Source: an optimization exercise on an open RTL-to-GDS flow (aim: small area). Production flows keep margins and buffers that such runs may drop. In this exercise RTL edits were held to simulation tests only and were not proved equivalent to the original. Power and IR drop assume default switching activity.

==> run Y: inputs <==
## crucible_vslice
module crucible_vslice #(
    parameter LANES = 4
) (
    input  wire                clk,
    input  wire                rst,           
    input  wire                iss_valid,
    input  wire [31:0]         iss_word,      
    input  wire [LANES-1:0]    iss_kmask,     
    input  wire [LANES-1:0]    iss_kc,        
    input  wire [16*LANES-1:0] iss_a,         
    input  wire [16*LANES-1:0] iss_b,         
    input  wire [16*LANES-1:0] iss_c,         
    input  wire [31:0]         iss_s,         
    output reg                 wb_valid,      
    output reg  [4:0]          wb_vd,
    output reg  [LANES-1:0]    wb_lanes,
    output reg                 wb_n3,         
    output wire [16*LANES-1:0] wb_d0,
    output wire [16*LANES-1:0] wb_d1,
    output wire [16*LANES-1:0] wb_d2,
    output wire [LANES-1:0]    wb_sat,        
    output reg                 kw_valid,      
    output wire [2:0]          kw_kd,
  ...
==> flow/config.mk <==
export PLATFORM = sky130hd
export DESIGN_NAME = crucible_vslice
export DESIGN_NICKNAME = crucible_vslice
export VERILOG_FILES = /design/flow/design.v
export SDC_FILE = /design/flow/constraint.sdc
export NUM_CORES = 4
export LEC_CHECK = 0
export CAP_MARGIN = 25
export CORE_MARGIN = 2
export CORE_UTILIZATION = 30
export PLACE_DENSITY = 0.4
export SLEW_MARGIN = 25
==> flow/constraint.sdc <==
create_clock -name core_clock -period 12.0 [get_ports {clk}]
set_input_delay 2.4000 -clock core_clock [delete_from_list [all_inputs] [get_ports {clk}]]
set_output_delay 2.4000 -clock core_clock [all_outputs]
set_load 0.01 [all_outputs]
run.sh (not shown) runs the stock make flow with config.mk's settings and CLKGATE_MAP_FILE= SYNTH_SCRIPT=/design/flow/synth_recipe.tcl, a recipe that flattens the netlist after the stock synthesis.
==> run G: changes against run Y <==
--- a/flow/design.v
+++ b/flow/design.v
@@ -2,150 +2,130 @@
     input  wire        clk,
     input  wire        rst,
     input  wire [15:0] i_a,         
     input  wire [15:0] i_b,         
     input  wire [7:0]  i_c,         
     input  wire [15:0] i_s,         
     input  wire        i_kc,        
     input  wire [15:0] i_imm16,
-    input  wire [3:0]  i_rs,        
+    input  wire [1:0]  i_as,        
     input  wire        i_rdacc,     
     input  wire        i_bs,        
     input  wire        i_ba,        
-    input  wire        i_bk,        
-    input  wire [15:0] i_k,         
-    input  wire        i_sx,        
+    input  wire        i_b8000,     
     input  wire [3:0]  i_l1tt,      
     input  wire        i_splat,     
     input  wire        i_sel,       
     input  wire        i_az,        
     input  wire [1:0]  i_ad,
     input  wire        s1_inv,      
     input  wire        s1_absv,     
     input  wire        s1_min,      
     input  wire        s1_ast,      
+    input  wire        s1_xacc,     
+    input  wire        s1_xshl,     
     input  wire [3:0]  s1_sh,       
     input  wire [14:0] s1_mst,      
     input  wire [22:0] s1_mov,      
     input  wire [1:0]  s1_r2sel,    
     input  wire [1:0]  s1_x2sel,    
     input  wire [3:0]  s1_cc,       
     input  wire        s1_ald,      
     input  wire [1:0]  s1_ad,
     input  wire        s1_wl2,      
     input  wire        s2_neg,      
     input  wire        s2_mpy,      
     input  wire        s2_mac,      
     input  wire [1:0]  s2_ad,
-    input  wire [3:0]  s2_rd,       
     input  wire        s2_wl3,      
     input  wire        s2_pmul,     
     output reg  [15:0] wb_d,        
     output reg         wb_sat,      
     output wire [15:0] wb_d1,       
     output wire [15:0] wb_d2,       
     output wire        s1_cmp,      
     output wire        s2_aov       
 );
     reg [39:0] acc0, acc1, acc2, acc3;
     wire [15:0] l1_tt = ({16{i_l1tt[0]}} & ~i_a & ~i_b) |
                         ({16{i_l1tt[1]}} & ~i_a &  i_b) |
                         ({16{i_l1tt[2]}} &  i_a & ~i_b) |
                         ({16{i_l1tt[3]}} &  i_a &  i_b);
     wire [15:0] l1 = i_splat ? i_imm16 : i_sel ? (i_kc ? i_a : i_b) : l1_tt;
-    wire [15:0] bop = i_bs ? i_s : i_ba ? i_a : i_bk ? i_k :
-                      i_sx ? {16{i_a[15]}} : i_b;
-    wire [7:0]  cop = i_sx ? {8{i_a[15]}} : i_c;
-    wire [39:0] opnd = {cop, bop, i_ba ? 16'h0000 : i_a};
+    reg [39:0] accr;
+    always @(*) begin
+        case (i_as)
+            2'd0: accr = acc0;
+            2'd1: accr = acc1;
+            2'd2: accr = acc2;
+            default: accr = acc3;
+        endcase
+    end
+    wire [15:0] bop = i_bs ? i_s : i_ba ? i_a : i_b8000 ? 16'h8000 : i_b;
     reg [39:0] p1;
     always @(posedge clk)
-        p1 <= ({40{i_rs[0]}} & acc0) | ({40{i_rs[1]}} & acc1) |
-              ({40{i_rs[2]}} & acc2) | ({40{i_rs[3]}} & acc3) |
-              ({40{~i_rdacc}} & opnd);
+        p1 <= i_rdacc ? accr : {i_c, bop, i_ba ? 16'h0000 : i_a};
     wire signed [15:0] a1 = p1[15:0];
     wire signed [15:0] b1 = p1[31:16];
     wire        inv = s1_inv | (s1_absv & b1[15]);
-    wire [16:0] ra  = {a1[15], a1};
-    wire [16:0] rbo = {b1[15], b1} ^ {17{inv}};
-    wire [9:0]  rc;
-    wire [8:0]  rl;
-    wire [8:0]  rc0, rc1;
-    wire [7:0]  rh0, rh1;
-    assign rc[0] = inv;
-    assign rc0[0] = 1'b0;
-    assign rc1[0] = 1'b1;
-    genvar k;
-    generate
-        for (k = 0; k < 9; k = k + 1) begin : g_radd
-            assign rl[k]   = ra[k] ^ rbo[k] ^ rc[k];
-            assign rc[k+1] = (ra[k] & rbo[k]) | (ra[k] & rc[k]) | (rbo[k] & rc[k]);
-        end
-        for (k = 0; k < 8; k = k + 1) begin : g_rsel
-            assign rh0[k]   = ra[k+9] ^ rbo[k+9] ^ rc0[k];
-            assign rc0[k+1] = (ra[k+9] & rbo[k+9]) | (ra[k+9] & rc0[k]) | (rbo[k+9] & rc0[k]);
-            assign rh1[k]   = ra[k+9] ^ rbo[k+9] ^ rc1[k];
-            assign rc1[k+1] = (ra[k+9] & rbo[k+9]) | (ra[k+9] & rc1[k]) | (rbo[k+9] & rc1[k]);
-        end
-    endgenerate
-    wire [16:0] r = {rc[9] ? rh1 : rh0, rl};
+    wire [16:0] r   = {a1[15], a1} + ({b1[15], b1} ^ {17{inv}}) + {16'd0, inv};
     wire        r_ov = r[16] ^ r[15];
+    wire [15:0] r_s  = r_ov ? {r[16], {15{~r[16]}}} : r[15:0];
     wire        lt = r[16];
     wire        eq = (r == 17'd0);
     assign s1_cmp = s1_cc[3] ^ ((s1_cc[0] & eq) | (s1_cc[1] & lt) | (s1_cc[2] & ~lt & ~eq));
     wire [15:0] mm = (s1_ast | (lt ^ ~s1_min)) ? a1 : b1;
     wire [31:0] prod;
     crucible_mul16 u_mul (.a(a1), .b(b1), .p(prod));
-    wire        shl_ov = |((a1[14:0] ^ {15{a1[15]}}) & s1_mov[14:0]);
-    wire [39:0] x = p1;
+    wire [39:0] x = s1_xacc ? p1 :
+                    s1_xshl ? {{9{a1[15]}}, a1, 15'd0} : {{24{a1[15]}}, a1};
     wire        xs = x[39];
     wire [32:0] xe  = {x[31:0], 1'b0};
     wire [24:0] t8  = s1_sh[3] ? xe[32:8]  : xe[24:0];
     wire [20:0] t4  = s1_sh[2] ? t8[24:4]  : t8[20:0];
     wire [18:0] t2  = s1_sh[1] ? t4[20:2]  : t4[18:0];
     wire [17:0] t1  = s1_sh[0] ? t2[18:1]  : t2[17:0];
     wire [16:0] q   = t1[17:1];
     wire        rb  = t1[0];
     wire        stk = |(x[14:0] & s1_mst);
     wire        rov = |((x[38:16] ^ {23{xs}}) & s1_mov);
     wire        inc = rb & (~xs | stk);
-    wire [17:0] z;
-    wire [18:0] zc;
-    assign zc[0] = inc;
-    generate
-        for (k = 0; k < 18; k = k + 1) begin : g_zinc
-            assign z[k]    = (k < 17 ? q[k < 17 ? k : 16] : q[16]) ^ zc[k];
-            assign zc[k+1] = (k < 17 ? q[k < 17 ? k : 16] : q[16]) & zc[k];
-        end
-    endgenerate
+    wire [17:0] z   = {q[16], q} + {17'd0, inc};
     wire        zov = rov | (z[17] != z[15]) | (z[16] != z[15]);
     wire [15:0] rnd = zov ? {xs, {15{~xs}}} : z[15:0];
-    reg [15:0] r2raw;
-    reg        r2sat, r2sgn;
+    reg [15:0] r2;
+    reg        r2sat;
     always @(*) begin
         case (s1_r2sel)
-            2'd0:    begin r2raw = r[15:0];     r2sat = r_ov;   r2sgn = r[16]; end
-            2'd1:    begin r2raw = mm;          r2sat = 1'b0;   r2sgn = 1'b0;  end
-            2'd2:    begin r2raw = z[15:0];     r2sat = 1'b0;   r2sgn = 1'b0;  end
-            default: begin r2raw = prod[15:0];  r2sat = shl_ov; r2sgn = a1[15]; end
+            2'd0:    begin r2 = r_s; r2sat = r_ov; end
+            2'd1:    begin r2 = mm;  r2sat = 1'b0; end
+            default: begin r2 = rnd; r2sat = zov;  end
         endcase
     end
-    wire [15:0] r2 = r2sat ? {r2sgn, {15{~r2sgn}}} : r2raw;
     reg [31:0] x2;
     always @(posedge clk) begin
         case (s1_x2sel)
             2'd0:    x2 <= prod;
             2'd1:    x2 <= {15'd0, zov, rnd};
             default: x2 <= {8'd0, p1[39:16]};
         endcase
     end
     assign wb_d1 = x2[15:0];
     assign wb_d2 = {{8{x2[23]}}, x2[23:16]};
-    wire [39:0] acco = ({40{s2_rd[0]}} & acc0) | ({40{s2_rd[1]}} & acc1) |
-                       ({40{s2_rd[2]}} & acc2) | ({40{s2_rd[3]}} & acc3);
+    reg [39:0] acco;
+    always @(*) begin
+        case (s2_ad)
+            2'd0: acco = acc0;
+            2'd1: acco = acc1;
+            2'd2: acco = acc2;
+            default: acco = acc3;
+        endcase
+        if (s2_mpy) acco = 40'd0;
+    end
     wire [40:0] ms  = {acco[39], acco} + {{9{x2[31] ^ s2_neg}}, x2 ^ {32{s2_neg}}} + {40'd0, s2_neg};
     wire        mov = ms[40] ^ ms[39];
     wire [39:0] msat = mov ? {ms[40], {39{~ms[40]}}} : ms[39:0];
     assign s2_aov = s2_mac & mov;
     wire we2 = s2_mac | s2_mpy;
     always @(posedge clk) begin
         if (rst) acc0 <= 40'd0;
         else if (we2 & s2_ad == 2'd0) acc0 <= msat;
@@ -161,26 +141,17 @@
         else if (i_az & i_ad == 2'd2) acc2 <= 40'd0;
         if (rst) acc3 <= 40'd0;
         else if (we2 & s2_ad == 2'd3) acc3 <= msat;
         else if (s1_ald & s1_ad == 2'd3) acc3 <= p1;
         else if (i_az & i_ad == 2'd3) acc3 <= 40'd0;
     end
     wire        ps   = x2[31];
     wire        pinc = x2[14] & (~ps | (|x2[13:0]));
-    wire [17:0] pq   = {ps, x2[31:15]};
-    wire [17:0] pz;
-    wire [18:0] pc;
-    assign pc[0] = pinc;
-    generate
-        for (k = 0; k < 18; k = k + 1) begin : g_pinc
-            assign pz[k]   = pq[k] ^ pc[k];
-            assign pc[k+1] = pq[k] & pc[k];
-        end
-    endgenerate
+    wire [17:0] pz   = {ps, x2[31:15]} + {17'd0, pinc};
     wire        pov  = (pz[17] != pz[15]) | (pz[16] != pz[15]);
     wire [15:0] pr   = pov ? {ps, {15{~ps}}} : pz[15:0];
     always @(posedge clk) begin
         if (s2_wl3) begin
             wb_d   <= s2_pmul ? pr  : x2[15:0];
             wb_sat <= s2_pmul ? pov : x2[16];
         end else if (s1_wl2) begin
             wb_d   <= r2;
@@ -932,38 +903,36 @@
                  o_vshl | o_vshr | o_ast;
     wire d_l3  = o_vmul | o_vmuls | o_vawb;
     wire d_mac = o_vmac | o_vmsb | o_vmacs | o_vacc;
     wire d_uses = o_vmuls | o_vmacs;
     wire [3:0] l1tt = o_vand ? 4'b1000 : o_vor ? 4'b1110 :
                       o_vxor ? 4'b0110 : 4'b1100;
     wire [LANES-1:0] sel = iss_valid ? iss_kmask : {LANES{1'b0}};
     wire [15:0] s_op = d_uses ? iss_s[31:16] : iss_s[15:0];
-    wire [15:0] kconst = o_vacc ? 16'h8000 : (16'h0001 << imm4);
     wire [3:0] d_sh = o_vshr ? imm4 : ~imm4;
     reg [3:0] d_cc;
     always @(*) begin
         case (imm4[2:0])
             3'd0: d_cc = 4'b0001;    
             3'd1: d_cc = 4'b1001;    
             3'd2: d_cc = 4'b0010;    
             3'd3: d_cc = 4'b1100;    
             3'd4: d_cc = 4'b0100;    
             3'd5: d_cc = 4'b1010;    
             default: d_cc = 4'b0000;    
         endcase
     end
     reg             v1_l2, v1_cmp, v1_ald, v1_l3, v1_mac, v1_mpy;
-    reg             inv1, absv1, min1, ast1, neg1;
+    reg             inv1, absv1, min1, ast1, xacc1, xshl1, neg1;
     reg [3:0]       sh1, cc1;
     reg [1:0]       r2sel1, x2sel1;
     reg [4:0]       vd1;
     reg [LANES-1:0] m1;
-    reg             v2_l3, v2_mac, v2_mpy, v2_cmp, neg2, pmul2, mpy2;
-    reg             mpy1;
+    reg             v2_l3, v2_mac, v2_mpy, v2_cmp, neg2, pmul2;
     reg             pmul1;
     reg [4:0]       vd2;
     reg [LANES-1:0] m2;
     always @(posedge clk) begin
         if (rst) begin
             v1_l2 <= 1'b0; v1_cmp <= 1'b0; v1_ald <= 1'b0;
             v1_l3 <= 1'b0; v1_mac <= 1'b0; v1_mpy <= 1'b0;
             v2_l3 <= 1'b0; v2_mac <= 1'b0; v2_mpy <= 1'b0; v2_cmp <= 1'b0;
@@ -978,26 +947,26 @@
             v2_mac <= v1_mac;
             v2_mpy <= v1_mpy;
             v2_cmp <= v1_cmp;
         end
         inv1   <= o_vsub | o_vneg | o_vmax | o_vmin | o_vcmp;
         absv1  <= o_vabs;
         min1   <= o_vmin;
         ast1   <= o_ast;
+        xacc1  <= o_vawb;
+        xshl1  <= o_vshl;
         neg1   <= o_vmsb | o_vacc;
         sh1    <= d_sh;
         cc1    <= d_cc;
-        r2sel1 <= o_vshl ? 2'd3 : o_vshr ? 2'd2 : (o_vmax | o_vmin | o_ast) ? 2'd1 : 2'd0;
+        r2sel1 <= (o_vshl | o_vshr) ? 2'd2 : (o_vmax | o_vmin | o_ast) ? 2'd1 : 2'd0;
         x2sel1 <= o_ast ? 2'd2 : o_vawb ? 2'd1 : 2'd0;
         vd1    <= vd;
         m1     <= sel;
         neg2   <= neg1;
-        mpy1   <= o_vmpy;
-        mpy2   <= mpy1;
         pmul1  <= o_vmul | o_vmuls;
         pmul2  <= pmul1;
         vd2    <= vd1;
         m2     <= m1;
     end
     wire [14:0] mst;
     wire [22:0] mov;
     genvar j;
@@ -1017,46 +986,45 @@
                 .clk      (clk),
                 .rst      (rst),
                 .i_a      (iss_a[16*g +: 16]),
                 .i_b      (iss_b[16*g +: 16]),
                 .i_c      (iss_c[16*g +: 8]),
                 .i_s      (s_op),
                 .i_kc     (iss_kc[g]),
                 .i_imm16  (imm16),
-                .i_rs     ({4{o_vawb | o_ast}} & (4'd1 << as_)),
+                .i_as     (as_),
                 .i_rdacc  (o_vawb | o_ast),
                 .i_bs     (d_uses | (o_vcmp & imm4[3])),
                 .i_ba     (o_vneg | o_vabs),
-                .i_bk     (o_vacc | o_vshl),
-                .i_k      (kconst),
-                .i_sx     (o_vshr),
+                .i_b8000  (o_vacc),
                 .i_l1tt   (l1tt),
                 .i_splat  (o_vsplat),
                 .i_sel    (o_vsel),
                 .i_az     (sel[g] & o_vaz),
                 .i_ad     (ad),
                 .s1_inv   (inv1),
                 .s1_absv  (absv1),
                 .s1_min   (min1),
                 .s1_ast   (ast1),
+                .s1_xacc  (xacc1),
+                .s1_xshl  (xshl1),
                 .s1_sh    (sh1),
                 .s1_mst   (mst),
                 .s1_mov   (mov),
                 .s1_r2sel (r2sel1),
                 .s1_x2sel (x2sel1),
                 .s1_cc    (cc1),
                 .s1_ald   (v1_ald & m1[g]),
                 .s1_ad    (vd1[1:0]),
                 .s1_wl2   (v1_l2),
                 .s2_neg   (neg2),
                 .s2_mpy   (v2_mpy & m2[g]),
                 .s2_mac   (v2_mac & m2[g]),
                 .s2_ad    (vd2[1:0]),
-                .s2_rd    ({4{~mpy2}} & (4'd1 << vd2[1:0])),
                 .s2_wl3   (v2_l3),
                 .s2_pmul  (pmul2),
                 .wb_d     (wb_d0[16*g +: 16]),
                 .wb_sat   (l_sat[g]),
                 .wb_d1    (wb_d1[16*g +: 16]),
                 .wb_d2    (wb_d2[16*g +: 16]),
                 .s1_cmp   (l_cmp[g]),
                 .s2_aov   (l_aov[g])
Settings changed: CORE_UTILIZATION 30 to 55, PLACE_DENSITY 0.4 to 0.65.
==> results.txt <==
| item | run Y | run G |
|---|---|---|
| Status | timing/DRC/antenna clean | timing/DRC/antenna clean |
| Met3 wirelength from detailed routing | 59.0 mm | 78.2 mm |
| Global-route met3 utilization | 7.45% | 18.2% |
| Logic depth of the worst register-to-register path | 33 | 18 |
| Number of rows created at floorplan | 218 | 166 |
| Iteration-0 DRC Markers | 14500 | 16900 |
| Worst-case register-to-register setup slack | 3.45 ns | 4.03 ns |
| Final standard cell count with taps included and fillers excluded | 17600 | 15700 |
| Cell area reported after detailed placement | 115000 um^2 | 118000 um^2 |
| Cell occurring most often along the worst timing path | ha_1 | buf_4 |
| Horizontal die dimension | 599 um | 456 um |
| Post-synthesis mux area share | 4.18% | 10.9% |
| Most frequent standard cell in the layout excluding fill and tap cells | a22oi_1 | nand2_1 |
| Relative contribution of sequential cells to total power | 15.4% | 16.6% |
| Clock Network Area Fraction | 4.11% | 3.29% |
| Clk pwr share | 14.4% | 13.2% |
| Wire length on met2 | 266 mm | 216 mm |
| Leakage | 49.1 nW | 51.0 nW |
| Diodes inserted | 77 | 55 |
| Total power | 32.6 mW | 29.7 mW |
| Worst slew slack as a fraction of its limit | 17.0% | 13.1% |
| Pin count of the biggest net entering global routing | 173 | 160 |
| Highest achievable clock rate | 117 MHz | 126 MHz |

==> what the ideal ports hide <==
In the flow no input, the clock included, has a driving cell. The finished layouts below were timed again as built, in two steps.
Step 1 (the two cells are an assumption about what drives the block):
set clk [get_ports {clk}]
set_driving_cell -lib_cell sky130_fd_sc_hd__clkbuf_16 $clk
set_driving_cell -lib_cell sky130_fd_sc_hd__buf_2 [delete_from_list [all_inputs] $clk]
Step 2 times the ports against the registers' clock, not the clock port: input delays grow and output delays shrink by t, the midpoint of the rising clock arrivals with the driver on.
a / b / c = ideal ports / drivers / drivers and shift; a / b = the first two.
| run | t, ns | slack for setup (ns) | worst setup path at the end | slew at the worst register clock pin (ns) | worst slew at a driven data input, ns |
|---|---|---|---|---|---|
| run Y | 0.984 | 3.453 / 3.453 / 3.453 | register to register | 0.07 / 0.07 | 0.41 |
| run G | 0.932 | 4.033 / 4.033 / 4.033 | register to register | 0.08 / 0.08 | 0.54 |
After both steps every run listed still meets setup and hold.
